Source: an optimization exercise on an open RTL-to-GDS flow (aim: small area, a short achievable clock period and few clock cycles). Production flows keep margins and buffers that such runs may drop.
The RTL was checked by simulation tests, not by an equivalence proof against the original design.
Power figures rest on the tool's default switching activity, not on a simulated workload.

==> run a <==
## spindle
module spindle (
    input  wire        clk,
    input  wire        rst,           
    input  wire        start,         
    output wire        ready,         
    output reg         done,          
    output wire [9:0]  imem_addr,     
    input  wire [27:0] imem_rdata,    
    output reg         mem_req,
    output reg         mem_we,
    output reg  [1:0]  mem_space,     
    output reg  [13:0] mem_addr,
    output reg  [2:0]  mem_wstrb,     
    output wire [31:0] mem_wdata,
    input  wire        mem_ack,
    input  wire [31:0] mem_rdata,
    output reg         aux_valid,
    output reg  [3:0]  aux_code,
    output wire [3:0]  pred,
    output wire        flag_v,
    output wire        flag_dz
);
Settings: LEC_CHECK=0, ABC_AREA=1, CAP_MARGIN=30, CORE_MARGIN=2, CORE_UTILIZATION=50, SLEW_MARGIN=25, TNS_END_PERCENT=30; clock period 20.0 ns.
standard.sh (not shown) runs the stock make flow with config.mk's settings and CLKGATE_MAP_FILE= SYNTH_SCRIPT=/design/flow/synth_recipe.tcl, a recipe that flattens the netlist after the stock synthesis.
==> flow/flow/run.sh <==
#!/bin/bash
set -euo pipefail
bash standard.sh SETUP_SLACK_MARGIN=14 \
  "BUFFER_PORTS_ARGS=-buffer_cell sky130_fd_sc_hd__buf_4" \
  finish 2>&1 | tee flow_make.log
==> run b (differences from run a) <==
--- a/flow/design.v
+++ b/flow/design.v
@@ -66,14 +66,16 @@
     reg        e_sh, e_accw;              
     reg        e_rpre;                    
     reg        e_two;                     
     reg        e_s2w;                     
     reg        rup_r, rfit_r, rsgn_r;     
     reg        e_frev, e_frev2, e_fil, e_fil2, e_fz14, e_foreg;
     reg [4:0]  e_off, e_off2;
+    reg        e_fsq;                     
+    reg        e_fun;                     
     reg [2:0]  st;           
     reg        s2, s2_hi, s2_sat;    
     reg        bg;           
     reg [14:0] m_x;          
     reg [13:0] m_y;          
     reg [27:0] sr, sq;       
     reg [4:0]  dk, dcnt;     
@@ -202,33 +204,34 @@
     wire guard = (e_g == 4'h0) || (e_g[3] && (p[e_g[1:0]] ^ e_g[2]));
     wire [13:0] wA = XA[13:0];
     wire [13:0] wB = YB[13:0];
     wire [4:0]  za = lzs28(XA);      
     wire [4:0]  zb = lzs28(YB);
     wire a_zero = (za == 5'd27) && !XA[27];
     wire       f_rev  = e_frev;
-    wire [4:0] f_off  = rpre_ok ? ir_d[4:0] : (e_foreg ? YB[4:0] : e_off);
-    wire [27:0] f_x   = e_div ? sq : XA;
+    wire       f_dr   = dv && rd_rndc && !(ev && e_fun);     
+    wire [4:0] f_off  = f_dr ? ir_d[4:0] : (e_foreg ? YB[4:0] : e_off);
+    wire [27:0] f_x   = e_fsq ? sq : XA;
     wire       f_fill = e_fil && XA[27];
     wire [27:0] f_xr  = {e_fz14 ? 14'd0 : f_x[27:14], f_x[13:0]};
     reg  [27:0] f_xrev;
     integer k;
     always @(*) for (k = 0; k < 28; k = k + 1) f_xrev[k] = f_x[27 - k];
-    wire [58:0] f_in  = (e_rndc || rpre_ok) ? {{3{acc[55]}}, acc[55:0]} :
+    wire [58:0] f_in  = (e_rndc || f_dr) ? {{3{acc[55]}}, acc[55:0]} :
                         f_rev  ? {31'd0, f_xrev} :
                                  {{31{f_fill}}, f_xr};
     wire [58:0] f_sh  = f_in >> f_off;
     wire [27:0] win   = f_sh[27:0];
     reg  [27:0] win_rev;
     always @(*) for (k = 0; k < 28; k = k + 1) win_rev[k] = win[27 - k];
     wire [27:0] f_out = f_rev ? win_rev : win;
     wire [4:0]  s_imm = fx[4:0];
-    wire        rpre_ok = dv && rd_rndc && !s2 && !bg &&
+    wire        rpre_ok = f_dr && !s2 && !bg &&
                           !(ev && (e_sh || e_lda || e_accw || e_mac || e_rndc || e_div));
-    wire [4:0]  s_rnd = rpre_ok ? ir_d[4:0] : fx[4:0];
+    wire [4:0]  s_rnd = f_dr ? ir_d[4:0] : fx[4:0];
     wire [29:0] acc_lo_or;       
     genvar gi;
     generate
         for (gi = 0; gi < 30; gi = gi + 1) begin : g_or
             if (gi == 0) begin : g0
                 assign acc_lo_or[0] = acc[0];
             end else begin : gn
@@ -319,15 +322,33 @@
     endfunction
     wire [57:0] t1a = csa(pp[0], pp[1], pp[2]);
     wire [57:0] t1b = csa(pp[3], pp[4], pp[5]);
     wire [57:0] t2a = csa(t1a[28:0], t1a[57:29], t1b[28:0]);
     wire [57:0] t2b = csa(t1b[57:29], pp[6], pp[7]);
     wire [57:0] t3  = csa(t2a[28:0], t2a[57:29], t2b[28:0]);
     wire [57:0] t4  = csa(t3[28:0], t3[57:29], t2b[57:29]);
-    wire [28:0] prod = t4[28:0] + t4[57:29];
+    function [27:0] ks_add28;
+        input [27:0] a, b;
+        reg [27:0] g, p, gn, pn;
+        integer j, d;
+        begin
+            g = a & b;
+            p = a ^ b;
+            for (d = 1; d < 28; d = d * 2) begin
+                gn = g; pn = p;
+                for (j = d; j < 28; j = j + 1) begin
+                    gn[j] = g[j] | (p[j] & g[j-d]);
+                    pn[j] = p[j] & p[j-d];
+                end
+                g = gn; p = pn;
+            end
+            ks_add28 = (a ^ b) ^ {g[26:0], 1'b0};
+        end
+    endfunction
+    wire [27:0] prod = ks_add28(t4[27:0], t4[56:29]);
     wire [41:0] pm   = s2_hi ? {sq[27:0], 14'd0} : {{14{sq[27]}}, sq};
     wire [57:0] msum = {acc[56], acc} + {{16{pm[41]}}, pm};
     wire        movf = s2_sat && (msum[57:55] != 3'b000) && (msum[57:55] != 3'b111);
     wire [56:0] mval = movf ? (msum[57] ? {2'b11, 55'd0} : {2'b00, {55{1'b1}}}) : msum[56:0];
     reg rel_r;
     always @(*) begin
         case (fx[2:0])
@@ -508,16 +529,16 @@
             OP_SAL:  vset = sal14_ovf;
             OP_SALD: vset = sal28_ovf;
             OP_LDA:  vset = (st == 3'd0) && lda_ovf;
             OP_DIV, OP_DIVD: vset = (st == 3'd1) && dspec && !dbz && dovf;
             default: ;
         endcase
     end
-    wire [27:0] wres  = init ? 28'd0 : res;
-    wire [13:0] wodd  = (we_d || init) ? wres[27:14] : wres[13:0];
+    wire [27:0] wres  = res;
+    wire [13:0] wodd  = we_d ? wres[27:14] : wres[13:0];
     wire        f_en  = run && ev && guard && (e_done || d_stq);
     wire        f_w   = f_en && we_w;
     wire        f_d   = f_en && we_d;
     wire        wr_w  = f_w && !memstall;
     wire        wr_d  = f_d && !memstall;
     integer i;
     always @(posedge clk) begin
@@ -549,15 +570,20 @@
             rd_pb  <= b_bdw ? bfBs[2:0] : bfBs[3:1];
             rd_ahi <= bfA[0];
             rd_bhi <= bfBs[0];
             rd_adw <= b_adw;
             rd_rndc <= (bop == OP_RNDC);
             rd_bdw <= b_bdw;
         end
-        if (d_move) begin
+        if (rst) begin
+            ir      <= 28'd0;
+            e_rsel  <= R_IMM;
+            e_div   <= 1'b0;
+            e_we_d  <= 1'b0;
+        end else if (d_move) begin
             ir      <= ir_d;
             XA      <= XA_n;
             YB      <= YB_n;
             e_g     <= d_g;
             e_xs_a  <= (dop != OP_RNDC);
             e_xs_d  <= 1'b0;
             e_ys_b  <= c_ys_b;
@@ -591,21 +617,25 @@
             e_frev2 <= c_frev2;
             e_fil   <= c_fil;
             e_fil2  <= c_fil2;
             e_fz14  <= c_fz14;
             e_foreg <= c_foreg;
             e_off   <= c_off;
             e_off2  <= c_off2;
+            e_fsq   <= 1'b0;
+            e_fun   <= (dop >= OP_SHL && dop <= OP_SALD) || (dop == OP_LDA) || (dop == OP_RNDC && !rpre_ok);
         end else if (step) begin
             if (st == 3'd0 && e_lda) begin
                 e_frev  <= e_frev2;
                 e_fil   <= e_fil2;
                 e_foreg <= 1'b0;
                 e_off   <= e_off2;
             end
+            e_fsq <= (st == 3'd1) && e_div;
+            e_fun <= ((st == 3'd1) && e_div) || ((st == 3'd0) && e_lda) || ((st == 3'd0) && e_rndc && s2);
             if (st == 3'd1 && e_div) begin
                 e_frev  <= 1'b0;
                 e_fil   <= 1'b0;
                 e_foreg <= 1'b0;
                 e_off   <= dk + 5'd1;
             end
             if (e_div) begin
==> run c (differences from run a) <==
--- a/flow/design.v
+++ b/flow/design.v
@@ -66,14 +66,16 @@
     reg        e_sh, e_accw;              
     reg        e_rpre;                    
     reg        e_two;                     
     reg        e_s2w;                     
     reg        rup_r, rfit_r, rsgn_r;     
     reg        e_frev, e_frev2, e_fil, e_fil2, e_fz14, e_foreg;
     reg [4:0]  e_off, e_off2;
+    reg        e_fsq;                     
+    reg        e_fun;                     
     reg [2:0]  st;           
     reg        s2, s2_hi, s2_sat;    
     reg        bg;           
     reg [14:0] m_x;          
     reg [13:0] m_y;          
     reg [27:0] sr, sq;       
     reg [4:0]  dk, dcnt;     
@@ -202,33 +204,34 @@
     wire guard = (e_g == 4'h0) || (e_g[3] && (p[e_g[1:0]] ^ e_g[2]));
     wire [13:0] wA = XA[13:0];
     wire [13:0] wB = YB[13:0];
     wire [4:0]  za = lzs28(XA);      
     wire [4:0]  zb = lzs28(YB);
     wire a_zero = (za == 5'd27) && !XA[27];
     wire       f_rev  = e_frev;
-    wire [4:0] f_off  = rpre_ok ? ir_d[4:0] : (e_foreg ? YB[4:0] : e_off);
-    wire [27:0] f_x   = e_div ? sq : XA;
+    wire       f_dr   = dv && rd_rndc && !(ev && e_fun);     
+    wire [4:0] f_off  = f_dr ? ir_d[4:0] : (e_foreg ? YB[4:0] : e_off);
+    wire [27:0] f_x   = e_fsq ? sq : XA;
     wire       f_fill = e_fil && XA[27];
     wire [27:0] f_xr  = {e_fz14 ? 14'd0 : f_x[27:14], f_x[13:0]};
     reg  [27:0] f_xrev;
     integer k;
     always @(*) for (k = 0; k < 28; k = k + 1) f_xrev[k] = f_x[27 - k];
-    wire [58:0] f_in  = (e_rndc || rpre_ok) ? {{3{acc[55]}}, acc[55:0]} :
+    wire [58:0] f_in  = (e_rndc || f_dr) ? {{3{acc[55]}}, acc[55:0]} :
                         f_rev  ? {31'd0, f_xrev} :
                                  {{31{f_fill}}, f_xr};
     wire [58:0] f_sh  = f_in >> f_off;
     wire [27:0] win   = f_sh[27:0];
     reg  [27:0] win_rev;
     always @(*) for (k = 0; k < 28; k = k + 1) win_rev[k] = win[27 - k];
     wire [27:0] f_out = f_rev ? win_rev : win;
     wire [4:0]  s_imm = fx[4:0];
-    wire        rpre_ok = dv && rd_rndc && !s2 && !bg &&
+    wire        rpre_ok = f_dr && !s2 && !bg &&
                           !(ev && (e_sh || e_lda || e_accw || e_mac || e_rndc || e_div));
-    wire [4:0]  s_rnd = rpre_ok ? ir_d[4:0] : fx[4:0];
+    wire [4:0]  s_rnd = f_dr ? ir_d[4:0] : fx[4:0];
     wire [29:0] acc_lo_or;       
     genvar gi;
     generate
         for (gi = 0; gi < 30; gi = gi + 1) begin : g_or
             if (gi == 0) begin : g0
                 assign acc_lo_or[0] = acc[0];
             end else begin : gn
@@ -319,15 +322,33 @@
     endfunction
     wire [57:0] t1a = csa(pp[0], pp[1], pp[2]);
     wire [57:0] t1b = csa(pp[3], pp[4], pp[5]);
     wire [57:0] t2a = csa(t1a[28:0], t1a[57:29], t1b[28:0]);
     wire [57:0] t2b = csa(t1b[57:29], pp[6], pp[7]);
     wire [57:0] t3  = csa(t2a[28:0], t2a[57:29], t2b[28:0]);
     wire [57:0] t4  = csa(t3[28:0], t3[57:29], t2b[57:29]);
-    wire [28:0] prod = t4[28:0] + t4[57:29];
+    function [27:0] ks_add28;
+        input [27:0] a, b;
+        reg [27:0] g, p, gn, pn;
+        integer j, d;
+        begin
+            g = a & b;
+            p = a ^ b;
+            for (d = 1; d < 28; d = d * 2) begin
+                gn = g; pn = p;
+                for (j = d; j < 28; j = j + 1) begin
+                    gn[j] = g[j] | (p[j] & g[j-d]);
+                    pn[j] = p[j] & p[j-d];
+                end
+                g = gn; p = pn;
+            end
+            ks_add28 = (a ^ b) ^ {g[26:0], 1'b0};
+        end
+    endfunction
+    wire [27:0] prod = ks_add28(t4[27:0], t4[56:29]);
     wire [41:0] pm   = s2_hi ? {sq[27:0], 14'd0} : {{14{sq[27]}}, sq};
     wire [57:0] msum = {acc[56], acc} + {{16{pm[41]}}, pm};
     wire        movf = s2_sat && (msum[57:55] != 3'b000) && (msum[57:55] != 3'b111);
     wire [56:0] mval = movf ? (msum[57] ? {2'b11, 55'd0} : {2'b00, {55{1'b1}}}) : msum[56:0];
     reg rel_r;
     always @(*) begin
         case (fx[2:0])
@@ -508,16 +529,16 @@
             OP_SAL:  vset = sal14_ovf;
             OP_SALD: vset = sal28_ovf;
             OP_LDA:  vset = (st == 3'd0) && lda_ovf;
             OP_DIV, OP_DIVD: vset = (st == 3'd1) && dspec && !dbz && dovf;
             default: ;
         endcase
     end
-    wire [27:0] wres  = init ? 28'd0 : res;
-    wire [13:0] wodd  = (we_d || init) ? wres[27:14] : wres[13:0];
+    wire [27:0] wres  = res;
+    wire [13:0] wodd  = we_d ? wres[27:14] : wres[13:0];
     wire        f_en  = run && ev && guard && (e_done || d_stq);
     wire        f_w   = f_en && we_w;
     wire        f_d   = f_en && we_d;
     wire        wr_w  = f_w && !memstall;
     wire        wr_d  = f_d && !memstall;
     integer i;
     always @(posedge clk) begin
@@ -549,15 +570,20 @@
             rd_pb  <= b_bdw ? bfBs[2:0] : bfBs[3:1];
             rd_ahi <= bfA[0];
             rd_bhi <= bfBs[0];
             rd_adw <= b_adw;
             rd_rndc <= (bop == OP_RNDC);
             rd_bdw <= b_bdw;
         end
-        if (d_move) begin
+        if (rst) begin
+            ir      <= 28'd0;
+            e_rsel  <= R_IMM;
+            e_div   <= 1'b0;
+            e_we_d  <= 1'b0;
+        end else if (d_move) begin
             ir      <= ir_d;
             XA      <= XA_n;
             YB      <= YB_n;
             e_g     <= d_g;
             e_xs_a  <= (dop != OP_RNDC);
             e_xs_d  <= 1'b0;
             e_ys_b  <= c_ys_b;
@@ -591,21 +617,25 @@
             e_frev2 <= c_frev2;
             e_fil   <= c_fil;
             e_fil2  <= c_fil2;
             e_fz14  <= c_fz14;
             e_foreg <= c_foreg;
             e_off   <= c_off;
             e_off2  <= c_off2;
+            e_fsq   <= 1'b0;
+            e_fun   <= (dop >= OP_SHL && dop <= OP_SALD) || (dop == OP_LDA) || (dop == OP_RNDC && !rpre_ok);
         end else if (step) begin
             if (st == 3'd0 && e_lda) begin
                 e_frev  <= e_frev2;
                 e_fil   <= e_fil2;
                 e_foreg <= 1'b0;
                 e_off   <= e_off2;
             end
+            e_fsq <= (st == 3'd1) && e_div;
+            e_fun <= ((st == 3'd1) && e_div) || ((st == 3'd0) && e_lda) || ((st == 3'd0) && e_rndc && s2);
             if (st == 3'd1 && e_div) begin
                 e_frev  <= 1'b0;
                 e_fil   <= 1'b0;
                 e_foreg <= 1'b0;
                 e_off   <= dk + 5'd1;
             end
             if (e_div) begin
==> flow/flow/run.sh (replaced) <==
#!/bin/bash
set -euo pipefail
bash standard.sh SETUP_SLACK_MARGIN=14 \
  "BUFFER_PORTS_ARGS=-buffer_cell sky130_fd_sc_hd__buf_2" \
  finish 2>&1 | tee flow_make.log
--- a/flow/config.mk
+++ b/flow/config.mk
@@ -5,9 +5,10 @@
 export SDC_FILE = /design/flow/constraint.sdc
 export NUM_CORES = 8
 export LEC_CHECK = 0
 export ABC_AREA = 1
 export CAP_MARGIN = 30
 export CORE_MARGIN = 2
 export CORE_UTILIZATION = 50
+export CTS_BUF_LIST = sky130_fd_sc_hd__clkbuf_8
 export SLEW_MARGIN = 25
 export TNS_END_PERCENT = 30
==> summary of the runs <==
Synthesized area: run a is larger than run b (about 0.6%).
In run b the clock power is larger than in run c, by about 10%.
Worst setup slack: run b is lower than run a (0.00090 ns).
In run b the flip-flop and latch count is higher than in run a, by 2.
Count of clock-buffer cells in the layout, lowest first: run a, run b, run c.
Against run a, the clock skew of run c is lower by 0.0021 ns.
In run c the critical path depth is lower than in run a, by 29.
Synthesized cell count: run c is lower than run a (0.93%).
Sequential share of layout area: run c > run a > run b.
==> figures <==
|  | run a | run b | run c |
|---|---|---|---|
| GRT Overall Usage | 0.479 | 0.501 | 0.488 |
| Top cell by count, worst path | nand2_1 | fa_1 | buf_6 |
| Largest net degree at the start of global routing | 80 | 62 | 81 |
| Clock input transition at the sequential cells of the worst setup and hold paths | 0.06 ns | 0.06 ns | 0.07 ns |
| Max Freq | 0.166 GHz | 0.166 GHz | 0.164 GHz |
| Sequential power | 1480 µW | 1630 µW | 1620 µW |
| Adder-Cell Fraction of Synth Area | 0.0779 | 0.0783 | 0.0783 |
| Transition time at the pin with the least slew margin | 1.21 ns | 1.16 ns | 1.32 ns |
| Width of the die | 344 µm | 343 µm | 343 µm |
| Root Buffer Master | clkbuf_16 | clkbuf_16 | clkbuf_8 |
| Wire length on met3 | 47300 µm | 49500 µm | 45700 µm |
| Length of routed met2 wiring | 118000 µm | 121000 µm | 119000 µm |
| Peak supply drop | 0.0832 mV | 0.0969 mV | 0.0809 mV |
| Outcome | complete, no violations | complete, no violations | complete, no violations |
| Count of clock-net buffers in the final layout | 93 | 94 | 124 |
| Critical Path Sink Type | flip-flop | flip-flop | output pin |
| Number of iterations in the first detailed-routing pass | 10 | 8 | 10 |
| Tightest hold margin | 0.402 ns | 0.403 ns | 0.397 ns |
| Area of the multi-input gates | 36100 µm² | 36200 µm² | 36300 µm² |
| GPL Wtd Cong | 1.15 | 1.15 | 1.14 |
Testbench counts of run a, summed over its fixed seeds: cycles 34,592.
Testbench counts of run b, summed over its fixed seeds: cycles 34,592.
Testbench counts of run c, summed over its fixed seeds: cycles 34,592.

## afterwards: timing with drivers on the ports
The results above use ideal ports. As a check the final layouts listed here were re-extracted and re-timed, cells and wires unchanged. Step 1 sets driving cells, clkbuf_16 on the clock port and buf_2 on the other inputs (assumed; they add their load-dependent delay and slew). Step 2 moves the port delays by t, midway between the first and last clock arrival at a register: inputs arrive t later, outputs are due t later. That takes back most of the time a late clock gives input paths. Slacks: ideal / step 1 / step 2; pairs: ideal / step 1.
| run | shift t [ns] | slack for setup (ns) | clock arrival spread, ns | slew at the worst register clock pin (ns) |
|---|---|---|---|---|
| run a | 0.799 | 13.961 / 13.961 / 13.264 | 0.063 / 0.063 | 0.07 / 0.07 |
| run b | 0.762 | 13.960 / 13.960 / 13.252 | 0.083 / 0.084 | 0.07 / 0.07 |
| run c | 0.952 | 13.894 / 13.827 / 13.224 | 0.061 / 0.060 | 0.08 / 0.08 |
After both steps every run listed still meets setup and hold. For run b, which loses most, drivers alone change the setup slack by 0.000 ns; drivers and shift together by -0.708 ns.
